What follows belongs to an exercise in optimizing a design on an open flow for small area, a short achievable clock period and few clock cycles per item; a production flow would make more cautious choices.
Function was not checked in any run shown here: the RTL went through the layout flow alone.
No activity file was given, so power comes from the tool's default toggle rates.

### run.sh
#!/bin/bash
# synth_recipe.tcl (not shown) runs the flow's synth.tcl, then flattens the netlist and writes it again
# the make line also repeats each setting of config.mk as NAME=value (left out here)
make -C /OpenROAD-flow-scripts/flow DESIGN_CONFIG=/design/flow/config.mk WORK_HOME=/design/flow/orfs CLKGATE_MAP_FILE= SYNTH_SCRIPT=/design/flow/synth_recipe.tcl finish
### config.mk
export PLATFORM = sky130hd
export DESIGN_NAME = red_combine
export DESIGN_NICKNAME = red_combine
export VERILOG_FILES = /design/flow/design.v
export SDC_FILE = /design/flow/constraint.sdc
export NUM_CORES = 4
export LEC_CHECK = 0
export ABC_AREA = 1
export CAP_MARGIN = 20
export CORE_MARGIN = 2
export CORE_UTILIZATION = 40
export SLEW_MARGIN = 20
### constraint.sdc
create_clock -name core_clock -period 18.0 [get_ports {clk}]
set_input_delay 3.6000 -clock core_clock [delete_from_list [all_inputs] [get_ports {clk}]]
set_output_delay 3.6000 -clock core_clock [all_outputs]
set_load 0.01 [all_outputs]
### design.v
module pfx_add #(parameter N = 8, parameter KIND = 1) (
    input  wire [N-1:0] x,
    input  wire [N-1:0] y,
    input  wire         ci,
    output wire [N-1:0] s,
    output wire         co
);
    localparam LG = $clog2(N);
    reg [N-1:0] g, p;
    integer l, i, j;
    always @(*) begin
        g = x & y;
        p = x ^ y;
        if (KIND == 0) begin
            for (i = 1; i < N; i = i + 1) begin
                g[i] = g[i] | p[i] & g[i-1];
                p[i] = p[i] & p[i-1];
            end
        end else if (KIND == 1) begin
            for (l = 0; l < LG; l = l + 1)
                for (i = 0; i < N; i = i + 1)
                    if (((i + 1) % (2 << l)) == 0) begin
                        j = i - (1 << l);
                        g[i] = g[i] | p[i] & g[j];
                        p[i] = p[i] & p[j];
                    end
            for (l = LG - 2; l >= 0; l = l - 1)
                for (i = 0; i < N; i = i + 1)
                    if (i >= (2 << l) && ((i + 1) % (2 << l)) == (1 << l)) begin
                        j = i - (1 << l);
                        g[i] = g[i] | p[i] & g[j];
                        p[i] = p[i] & p[j];
                    end
        end else begin
            for (l = 0; l < LG; l = l + 1)
                for (i = 0; i < N; i = i + 1)
                    if ((i >> l) & 1) begin
                        j = ((i >> l) << l) - 1;
                        g[i] = g[i] | p[i] & g[j];
                        p[i] = p[i] & p[j];
                    end
        end
    end
    wire [N:0] c = {g | p & {N{ci}}, ci};
    assign s  = x ^ y ^ c[N-1:0];
    assign co = c[N];
endmodule
module pfx_inc #(parameter N = 8) (
    input  wire [N-1:0] x,
    input  wire         ci,
    output wire [N-1:0] s,
    output wire         co
);
    localparam LG = $clog2(N);
    reg [N-1:0] p;
    integer l, i;
    always @(*) begin
        p = x;
        for (l = 0; l < LG; l = l + 1)
            for (i = N - 1; i >= 0; i = i - 1)
                if ((i >> l) & 1)
                    p[i] = p[i] & p[((i >> l) << l) - 1];
    end
    wire [N:0] c = {p & {N{ci}}, ci};
    assign s  = x ^ c[N-1:0];
    assign co = c[N];
endmodule
module lzc64 (
    input  wire [63:0] v,
    output wire [5:0]  n,
    output wire        z
);
    reg [7*64-1:0]   zz;
    reg [7*64*6-1:0] cc;
    integer k, i;
    always @(*) begin
        zz = 0;
        cc = 0;
        for (i = 0; i < 64; i = i + 1)
            zz[i] = ~v[i];
        for (k = 1; k <= 6; k = k + 1)
            for (i = 0; i < (64 >> k); i = i + 1) begin
                zz[k*64+i] = zz[(k-1)*64+2*i+1] & zz[(k-1)*64+2*i];
                if (zz[(k-1)*64+2*i+1])
                    cc[(k*64+i)*6 +: 6] = cc[((k-1)*64+2*i)*6 +: 6] | (6'd1 << (k - 1));
                else
                    cc[(k*64+i)*6 +: 6] = cc[((k-1)*64+2*i+1)*6 +: 6];
            end
    end
    assign n = cc[(6*64)*6 +: 6];
    assign z = zz[6*64];
endmodule
module w40_pre #(parameter AK = 1, parameter CK = 1) (
    input  wire        is_int,
    input  wire [63:0] a,
    input  wire [63:0] b,
    output wire [66:0] sum,      
    output wire [8:0]  x_l,      
    output wire        s_l,      
    output wire        z,        
    output wire        z_s,      
    output wire        sp,       
    output wire        sp_nan,   
    output wire        sp_s,     
    output wire        of_op     
);
    wire        sa = a[39];
    wire        sb = b[39];
    wire [8:0]  ea = a[38:30];
    wire [8:0]  eb = b[38:30];
    wire [29:0] fa = a[29:0];
    wire [29:0] fb = b[29:0];
    wire a_max = &ea;
    wire b_max = &eb;
    wire a_fz  = ~|fa;
    wire b_fz  = ~|fb;
    wire a_nan = a_max & ~a_fz;
    wire b_nan = b_max & ~b_fz;
    wire a_inf = a_max & a_fz;
    wire b_inf = b_max & b_fz;
    assign sp_nan = a_nan | b_nan | (a_inf & b_inf & (sa ^ sb));
    assign sp     = a_max | b_max;
    assign sp_s   = a_inf ? sa : sb;
    assign of_op  = a_inf | b_inf;
    wire a_ez = ~|ea;
    wire b_ez = ~|eb;
    wire [8:0] xa = {ea[8:1], ea[0] | a_ez};
    wire [8:0] xb = {eb[8:1], eb[0] | b_ez};
    wire ge;
    pfx_add #(.N(39), .KIND(CK)) u_cmp (
        .x(a[38:0]), .y(~b[38:0]), .ci(1'b1), .s(), .co(ge));
    wire eq    = &(a[38:0] ~^ b[38:0]);
    wire a_big = is_int | ge;
    wire sub   = ~is_int & (sa ^ sb);
    assign z   = eq & (sub | a_ez & a_fz);
    assign z_s = sa & sb;
    assign s_l = a_big ? sa : sb;
    assign x_l = a_big ? xa : xb;
    wire [8:0] dab, dba;
    pfx_add #(.N(9), .KIND(2)) u_dab (.x(xa), .y(~xb), .ci(1'b1), .s(dab), .co());
    pfx_add #(.N(9), .KIND(2)) u_dba (.x(xb), .y(~xa), .ci(1'b1), .s(dba), .co());
    wire [8:0] d   = is_int ? 9'd0 : (a_big ? dab : dba);
    wire       big = |d[8:6];
    wire [30:0] m_l = a_big ? {is_int ? a[30] : ~a_ez, fa} : {~b_ez, fb};
    wire [30:0] m_s = a_big ? {is_int ? b[30] : ~b_ez, fb} : {~a_ez, fa};
    reg  [30:0] lost;
    integer j;
    always @(*)
        for (j = 0; j < 31; j = j + 1)
            lost[j] = big | (d[5:0] >= j + 3);
    wire        sticky = |(m_s & lost);
    wire [33:0] shr    = big ? 34'd0 : ({m_s, 3'b000} >> d[5:0]);
    wire [33:0] s_al   = {shr[33:1], sticky};
    wire [66:0] x = {a[63:32], is_int & a[31], m_l, 3'b000};
    wire [66:0] y = {b[63:32], is_int ? b[31] : sub, s_al ^ {34{sub}}};
    pfx_add #(.N(67), .KIND(AK)) u_add (.x(x), .y(y), .ci(sub), .s(sum), .co());
endmodule
module w40_post (
    input  wire        is_int,
    input  wire [66:0] sum,
    input  wire [8:0]  x_l,
    input  wire        s_l,
    input  wire        z,
    input  wire        z_s,
    input  wire        sp,
    input  wire        sp_nan,
    input  wire        sp_s,
    input  wire        of_op,
    output wire [63:0] out_sum,
    output wire [1:0]  out_flags
);
    wire [34:0] raw = sum[34:0];
    reg  [34:0] stop;
    integer j;
    always @(*)
        for (j = 0; j < 35; j = j + 1)
            stop[j] = (x_l == 9'd34 - j);
    wire [5:0]  s;
    lzc64 u_lzc (.v({raw | stop, 1'b1, 28'd0}), .n(s), .z());
    wire [34:0] sh = raw << s;
    wire [9:0]  e_n = {1'b0, x_l} + 10'd1 - {4'd0, s};
    wire [30:0] mant   = sh[34:4];
    wire        rnd_up = sh[3] & (|sh[2:0] | mant[0]);
    wire [30:0] mant_r;
    wire        c_r;
    pfx_inc #(.N(31)) u_rnd (.x(mant), .ci(rnd_up), .s(mant_r), .co(c_r));
    wire        hid    = mant_r[30] | c_r;
    wire [9:0]  e_f    = e_n + {9'd0, c_r};
    wire        ovf     = e_f[9] | (&e_f[8:0]);
    wire [8:0]  e_field = hid ? e_f[8:0] : 9'd0;
    wire        inf_like = sp | ovf;
    wire        nan      = sp & sp_nan;
    wire [39:0] f = inf_like ? {~nan & (sp ? sp_s : s_l), 9'h1FF, nan, 29'd0}
                             : {z ? z_s : s_l, e_field, mant_r[29:0]};
    assign out_sum   = is_int ? sum[66:3] : {24'd0, f};
    assign out_flags = is_int ? 2'b00 : {nan, of_op | (~sp & ovf)};
endmodule
module red_combine (
    input  wire        clk,
    input  wire        rst,
    input  wire        in_valid,
    input  wire        in_int,
    input  wire [63:0] in_a,
    input  wire [63:0] in_b,
    output reg         out_valid,
    output wire [63:0] out_sum,
    output wire [1:0]  out_flags
);
    wire [66:0] sum;
    wire [8:0]  x_l;
    wire        s_l, z, z_s, sp, sp_nan, sp_s, of_op;
    w40_pre u_pre (
        .is_int(in_int), .a(in_a), .b(in_b),
        .sum(sum), .x_l(x_l), .s_l(s_l), .z(z), .z_s(z_s),
        .sp(sp), .sp_nan(sp_nan), .sp_s(sp_s), .of_op(of_op)
    );
    reg        r_int;
    reg [66:0] r_sum;
    reg [8:0]  r_x_l;
    reg        r_s_l, r_z, r_z_s, r_sp, r_sp_nan, r_sp_s, r_of_op;
    always @(posedge clk) begin
        if (rst) out_valid <= 1'b0;
        else     out_valid <= in_valid;
        r_int    <= in_int;
        r_sum    <= sum;
        r_x_l    <= x_l;
        r_s_l    <= s_l;
        r_z      <= z;
        r_z_s    <= z_s;
        r_sp     <= sp;
        r_sp_nan <= sp_nan;
        r_sp_s   <= sp_s;
        r_of_op  <= of_op;
    end
    w40_post u_post (
        .is_int(r_int), .sum(r_sum), .x_l(r_x_l), .s_l(r_s_l), .z(r_z),
        .z_s(r_z_s), .sp(r_sp), .sp_nan(r_sp_nan), .sp_s(r_sp_s),
        .of_op(r_of_op), .out_sum(out_sum), .out_flags(out_flags)
    );
endmodule
==> results.sh, run 1 <==
export IMPL_finalWorstSetupSlack_ns=4.02
export IMPL_hold_violations=0
export IMPL_cts_sinks=85
export IMPL_hp_start="in_valid"
export IMPL_finalCriticalPeriod_ns=13.98
export IMPL_crit_type="flop to primary output"
export IMPL_die_width_um=197
export IMPL_synth_nets=2917
export IMPL_crit_path_start="r_x_l[6]$_DFF_P_"
export IMPL_finalSetupViolations=0
export IMPL_wl_per_cell_um=20.2
export IMPL_cts_htree_levels=3
export IMPL_post_cts_setup_buffers=0
export IMPL_routed_via_count=18200
export IMPL_status="complete, no violations"
export IMPL_power_density_nw_per_um2=133
export IMPL_dpl_hpwl_um=55200
export IMPL_cts_root_buffer="clkbuf_16"
export IMPL_diodes=0
export IMPL_ys_seq_area_share_pct=11.4
export IMPL_worst_slew_pin_transition_ns=0.988
export IMPL_fin_crit_sh_pct=77.6
export IMPL_drive_gt1_share_pct=3.72
export IMPL_synth_ff_type="dfxtp_1"
export IMPL_irDropWorstVdd_mv=0.0524
export IMPL_crit_path_max_incr_delay_ns=0.74
export IMPL_synth_edff_count=0
export IMPL_io_buffers=198
export IMPL_critPathLaunchType="flop"
export IMPL_grt_pass1_wl_um=101000
export IMPL_synth_warnings=8
export IMPL_drt_wl_total_um=65900
export IMPL_pre_cts_slack_ns=4.50
export IMPL_fin_nets=3053
export IMPL_postSynthAreaPerCell_um2=5.60
export IMPL_cts_resized=0
export IMPL_rows=70
export IMPL_synth_area_um2=14900
export IMPL_dieArea_um2=38700
export IMPL_design_power_total_uw=2320
export IMPL_maxCapViolCount=0
export IMPL_drc=0
export IMPL_holdPathEnd="out_valid$_SDFF_PP0_"
export IMPL_start_util_pct=40.6
export IMPL_finalSetupTns_ns=0
export IMPL_fp_coreArea_um2=36600
export IMPL_crit_required_ns=14.40
export IMPL_ys_seq_elements=85
export IMPL_num_io_pins=199
export IMPL_area_growth_pct=17.3
export IMPL_whs_ns=3.75
export IMPL_ant_nets=0
export IMPL_hold_path_class="input pin to flop"
export IMPL_grtUsageTotal_pct=33.9
export IMPL_max_freq_ghz=0.0715
export IMPL_dpl_cell_count=3248
export IMPL_crit_top_cell="nor2_1"
export IMPL_via_per_inst=5.59
export IMPL_clk_path_buf_depth=2
export IMPL_relSlewSlack_pct=33.5
export IMPL_cp_slowest_cell="o21ai_4"
export IMPL_first_pass_iters=6
export IMPL_ys_types=65
export IMPL_antenna_found_initial=0
export IMPL_die_h_um=197
export IMPL_cts_tree="built"
export IMPL_numCtsBuffers=9
export IMPL_min_path_cells=3
export IMPL_fillers=4056
export IMPL_grt_max_degree=102
export IMPL_worst_path_max_fanout=34
export IMPL_cts_hold_buffers=0
export IMPL_grt_pass1_vias=17300
export IMPL_async_flop_share_pct=0
export IMPL_crit_arrival_ns=10.38
export IMPL_final_instance_count_excl_fill=3264
export IMPL_path_clk_slew_ns=0.07
export IMPL_leakage_uw=0.00895
export IMPL_rsz0062_at_grt="false"
export IMPL_gp_congestion=1.03
export IMPL_crit_path_end_kind="primary output"
export IMPL_synthCells=2655
export IMPL_grt_overflow=0
export IMPL_maxSlewViolCount=0
export IMPL_dr_first_iter_drc_count=1689
==> worst max path at each step <==
stage                              to  slack, ns  cells after the start
after floorplan           out_sum[13]       7.92                     50
after global placement    out_sum[15]       4.68                     50
after detailed placement  out_sum[15]       4.50                     50
after CTS                 out_sum[15]       4.05                     50
after global routing      out_sum[15]       3.02                     51
final                     out_sum[15]       4.02                     50
==> layout by cell type (no fill, tap or decap), types with 16 or more instances in the layout <==
cell and instances:
o21ai_1 32, nor4_1 19, nand4_1 50, nand3_1 299, a31oi_1 16, dfxtp_1 85
a21oi_1 122, nor2_1 218, buf_4 19, clkdlybuf4s50_1 198, xor2_1 86, nand2_1 782
nor3_1 42, inv_1 332, o21ai_0 162, ha_1 128
==> Yosys cell counts, types with 11 or more instances <==
library cell  count  share of area (%)
a21oi_1         122                4.1
inv_2            15               0.38
nand3_1         299                 10
nand2_1         782                 20
ha_1            128                 11
a31oi_1          16               0.67
nor2_2           11               0.46
buf_2            24               0.81
o21ai_0         162                5.5
nor3_1           42                1.4
nor4_1           19               0.80
o22ai_1          14               0.59
inv_1           332                8.4
o21ai_1          32                1.1
and2_1           11               0.46
nor2_1          221                5.6
nand4_1          50                2.1
o211ai_1         11               0.56
xor2_1           86                5.1
dfxtp_1          85                 11
clkbuf_1         40                1.0
==> flip-flops by register name, summed over array words and instances, names as in the netlist <==
name / cells
r_sum: 67
r_sp_nan: 1
r_z: 1
r_sp: 1
r_sp_s: 1
out_valid: 1
r_int: 1
r_x_l: 9
r_of_op: 1
r_s_l: 1
r_z_s: 1
==> area by class of cell <==
| class | instances | area (um2) | area share, % |
|---|---|---|---|
| Clock buffer | 9 | 225 | 1.29 |
| Clock inverter | 7 | 103 | 0.588 |
| Inverter | 353 | 1330 | 7.63 |
| Multi-Input combinational cell | 2125 | 11400 | 65.2 |
| Sequential cell | 85 | 1700 | 9.76 |
| Tap cell | 468 | 586 | 3.36 |
| Timing Repair Buffer | 217 | 2120 | 12.2 |
==> cells by family after synthesis <==
| kind of cell | Yosys count | synth area share (%) |
|---|---|---|
| AND/OR/NAND/NOR | 1474 | 43.3 |
| adder cells (fa/ha/maj) | 130 | 11.0 |
| multiplexers | 2 | 0.135 |
| XOR/XNOR | 94 | 5.54 |
| flip-flops | 85 | 11.4 |
| AO/OA/AOI/OAI | 425 | 16.3 |
| buffers and inverters | 445 | 12.2 |
==> routing by layer <==
| metal | part of all wire (%) | up-vias | track usage, % |
|---|---|---|---|
| li1 | - | 9022 | - |
| met1 | 43 | 8387 | 43.2 |
| met2 | 46 | 682 | 57.0 |
| met3 | 5.7 | 139 | 2.93 |
| met4 | 5.6 | 0 | 17.6 |
| met5 | 0 | - | 0 |
==> metrics by stage <==
| step | utilization [%] | instance area, um2 |
|---|---|---|
| after floorplan | - | 14900 |
| after global routing | 47.6 | 17400 |
| after detailed placement | 46.7 | 17100 |
| final | 47.6 | 17400 |
| after global placement | 46.7 | 17100 |
| after CTS | 47.6 | 17400 |
==> report_power, final <==
part,internal [uW],leakage (uW),switching [uW]
Clock,124,0.000162,90.0
Sequential,249,0.000715,69.5
Combinational,574,0.00807,1220
==> worst max-delay path: cells and delay by family, from the launching register on <==
family                   cells  cell delay [ns]
AO/OA/AOI/OAI                9             1.99
buffers and inverters        9             2.26
AND/OR/NAND/NOR             27             4.12
flip-flops                   1             0.36
XOR/XNOR                     1             0.13
adder cells (fa/ha/maj)      4             1.11
==> inputs of run 2 (changes only) <==
==> flow/run.sh (new file) <==
#!/bin/bash
# The standard layout (standard.sh: ORFS synthesis through finish), with
# one change: the input and output ports get sky130_fd_sc_hd__buf_2 port
# buffers in place of the cell buffer_ports picks by default.  make's full
# output goes to std_flow.log here; ORFS keeps each step's log under orfs/logs.
set -euo pipefail
bash standard.sh "BUFFER_PORTS_ARGS=-buffer_cell sky130_fd_sc_hd__buf_2" finish > std_flow.log 2>&1
==> standard.sh (new file) <==
#!/bin/bash
# synth_recipe.tcl (not shown) runs the flow's synth.tcl, then flattens the netlist and writes it again
# the make line also repeats each setting of config.mk as NAME=value (left out here)
make -C /OpenROAD-flow-scripts/flow DESIGN_CONFIG=/design/flow/config.mk WORK_HOME=/design/flow/orfs CLKGATE_MAP_FILE= SYNTH_SCRIPT=/design/flow/synth_recipe.tcl "${@:-finish}"
removed: run.sh
==> results.sh, run 2 <==
export IMPL_max_freq_ghz=0.0745
export IMPL_synth_nets=2917
export IMPL_cts_sinks=85
export IMPL_ant_nets=0
export IMPL_relSlewSlack_pct=28.6
export IMPL_finalSetupViolations=0
export IMPL_io_buffers=198
export IMPL_wl_per_cell_um=19.6
export IMPL_routed_via_count=18300
export IMPL_via_per_inst=5.60
export IMPL_start_util_pct=40.6
export IMPL_area_growth_pct=10.7
export IMPL_mostFrequentLayoutCell="nand2_1"
export IMPL_post_cts_setup_buffers=0
export IMPL_yosys_top_cells_area="nand2_1 20%, dfxtp_1 11%, ha_1 11%, nand3_1 10%, inv_1 8.4%"
export IMPL_top_regs="r_sum x67, r_x_l x9"
export IMPL_critPathBufInv=11
export IMPL_hold_violations=0
export IMPL_rows=70
export IMPL_crit_top_cell="nor2_1"
export IMPL_maxSlewViolCount=0
export IMPL_largest_reg_flops=67
export IMPL_crit_type="flop to primary output"
export IMPL_finalSetupTns_ns=0
export IMPL_diodes=0
export IMPL_pre_cts_slack_ns=4.93
export IMPL_clk_path_buf_depth=2
export IMPL_fin_crit_sh_pct=74.5
export IMPL_ys_seq_area_share_pct=11.4
export IMPL_cts_htree_levels=3
export IMPL_cts_resized=0
export IMPL_ys_top_cells_by_count="782 x nand2_1, 332 x inv_1, 299 x nand3_1, 221 x nor2_1, 162 x o21ai_0"
export IMPL_drc=0
export IMPL_antenna_found_initial=0
export IMPL_synth_ff_type="dfxtp_1"
export IMPL_ys_seq_elements=85
export IMPL_grt_overflow=0
export IMPL_rsz0062_at_grt="false"
export IMPL_min_path_cells=2
export IMPL_dpl_hpwl_um=53800
export IMPL_status="complete, no violations"
export IMPL_cp_slowest_cell="fa_1"
export IMPL_dpl_cell_count=3245
export IMPL_irDropWorstVdd_mv=0.0609
export IMPL_grtUsageTotal_pct=32.4
export IMPL_synth_area_um2=14900
export IMPL_synth_most_common_cell="nand2_1"
export IMPL_crit_path_end_kind="primary output"
export IMPL_dieArea_um2=38700
export IMPL_critPathLaunchType="flop"
export IMPL_num_io_pins=199
export IMPL_drive_gt1_share_pct=10.8
export IMPL_gp_congestion=1.04
export IMPL_pwr_share_comb_pct=77.2
export IMPL_fp_coreArea_um2=36600
export IMPL_die_h_um=197
export IMPL_path_clk_slew_ns=0.07
export IMPL_worst_path_max_fanout=34
export IMPL_maxCapViolCount=0
export IMPL_cts_hold_buffers=0
export IMPL_critPathTopFamily="simple AND/OR/NAND/NOR gates"
export IMPL_crit_arrival_ns=9.82
export IMPL_pwr_share_seq_pct=14.4
export IMPL_sw_frac_of_total_pct=60.7
export IMPL_switchingPower_uw=1330
export IMPL_async_flop_share_pct=0
export IMPL_hold_path_class="input pin to flop"
export IMPL_leakage_uw=0.00900
export IMPL_crit_path_start="r_x_l[6]$_DFF_P_"
export IMPL_synth_warnings=8
export IMPL_finalCriticalPeriod_ns=13.42
export IMPL_post_synth_top_area_cell="nand2_1"
export IMPL_synth_edff_count=0
export IMPL_first_pass_iters=6
export IMPL_p_clk_share_pct=8.5
export IMPL_holdPathEnd="out_valid$_SDFF_PP0_"
export IMPL_die_width_um=197
export IMPL_synth_top_area_share_pct=19.7
export IMPL_worst_slew_pin_transition_ns=1.06
export IMPL_fin_nets=3053
export IMPL_dr_first_iter_drc_count=1765
export IMPL_p_int_uw=865
export IMPL_final_cell_mix="782 x nand2_1, 332 x inv_1, 299 x nand3_1"
export IMPL_finalWorstSetupSlack_ns=4.58
export IMPL_hp_start="rst"
export IMPL_power_density_nw_per_um2=134
export IMPL_drt_wl_total_um=64000
export IMPL_grt_pass1_wl_um=97200
export IMPL_cts_tree="built"
export IMPL_top_register="r_sum"
export IMPL_cts_root_buffer="clkbuf_16"
export IMPL_postSynthAreaPerCell_um2=5.60
export IMPL_crit_required_ns=14.40
export IMPL_grt_pass1_vias=17100
export IMPL_final_instance_count_excl_fill=3264
export IMPL_numCtsBuffers=9
export IMPL_synthCells=2655
export IMPL_whs_ns=3.39
export IMPL_crit_path_max_incr_delay_ns=0.50
export IMPL_grt_max_degree=69
export IMPL_ys_types=65
==> run 2: changes by cell type in the layout (fill, tap and decap cells not counted), sizes merged <==
cell	change
inv	-1
clkdlybuf4s50	-198
clkinvlp	+1
buf	+197
bufinv	-2
clkbuf	+3
==> run 2: stage by stage <==
stage / utilization [%] / instance area, um2 / power (uW)
floorplan: - / 14900 / 1460
global placement: 44.0 / 16100 / 1950
detailed placement: 44.0 / 16100 / 1960
CTS: 44.8 / 16400 / 2150
global route: 44.9 / 16500 / 2380
finish: 44.9 / 16500 / 2200
==> run 2: area by class of cell <==
cell class                 count  area, um2
clock buffer                  11        253
clock inverter                 5       41.3
fill                        4112      20200
inverter                     353       1330
multi-input combinational   2125      11400
sequential                    85       1700
tap                          468        586
timing repair buffer         217       1180
==> run 2: metal layers <==
layer | GRT usage, % | share of wire, %
met2 | 55.7 | 46
met1 | 39.7 | 41
met4 | 17.8 | 6.3
met5 | 0 | 0
met3 | 3.32 | 6.5
==> run 2: kinds of logic after synthesis <==
group                      synth area share, %
AOI/OAI and AO/OA                         16.3
xor gates and xnor gates                  5.54
adders and majority gates                 11.0
buffers and inverters                     12.2
muxes                                    0.135
and+or+nand+nor                           43.3
DFF                                       11.4
==> run 2: how the worst max path moves through the flow <==
stage | slack [ns] | endpoint | cells after the start
CTS | 4.52 | out_sum[30] | 52
detailed placement | 4.93 | out_sum[30] | 50
finish | 4.58 | out_sum[30] | 50
global route | 3.86 | out_sum[15] | 52
global placement | 5.19 | out_sum[30] | 52
floorplan | 7.92 | out_sum[13] | 50
==> run 2: power by group through the flow <==
stage / logic, uW / registers (uW) / clock network [uW]
after floorplan: 1180 / 277 / 0
after global placement: 1640 / 318 / 0
after detailed placement: 1640 / 318 / 0
after CTS: 1650 / 314 / 189
after global routing: 1870 / 318 / 195
final: 1700 / 316 / 186

what the ideal ports hide:
Ports are ideal in the flow. The routed layouts listed here were re-timed in OpenROAD.
Step 1, drivers: a clkbuf_16 drives clk and a buf_2 each remaining input, both assumed.
Step 2 times the ports against the registers' clock, not the clock port: input delays grow and output delays shrink by t, the midpoint of the rising clock arrivals with the driver on.
Slacks: ideal ports / drivers / drivers and shift; pairs: ideal ports / drivers.
run | shift t [ns] | slack for setup (ns) | hold slack, ns | latest minus earliest clock arrival (ns) | worst data-port slew with drivers (ns)
run 1 | 0.405 | 4.024 / 3.979 / 4.384 | 3.747 / 3.725 / 4.130 | 0.013 / 0.014 | 0.08
run 2 | 0.394 | 4.583 / 4.537 / 4.931 | 3.395 / 3.373 / 3.767 | 0.016 / 0.016 | 0.05
After both steps setup and hold are still met in every run listed.
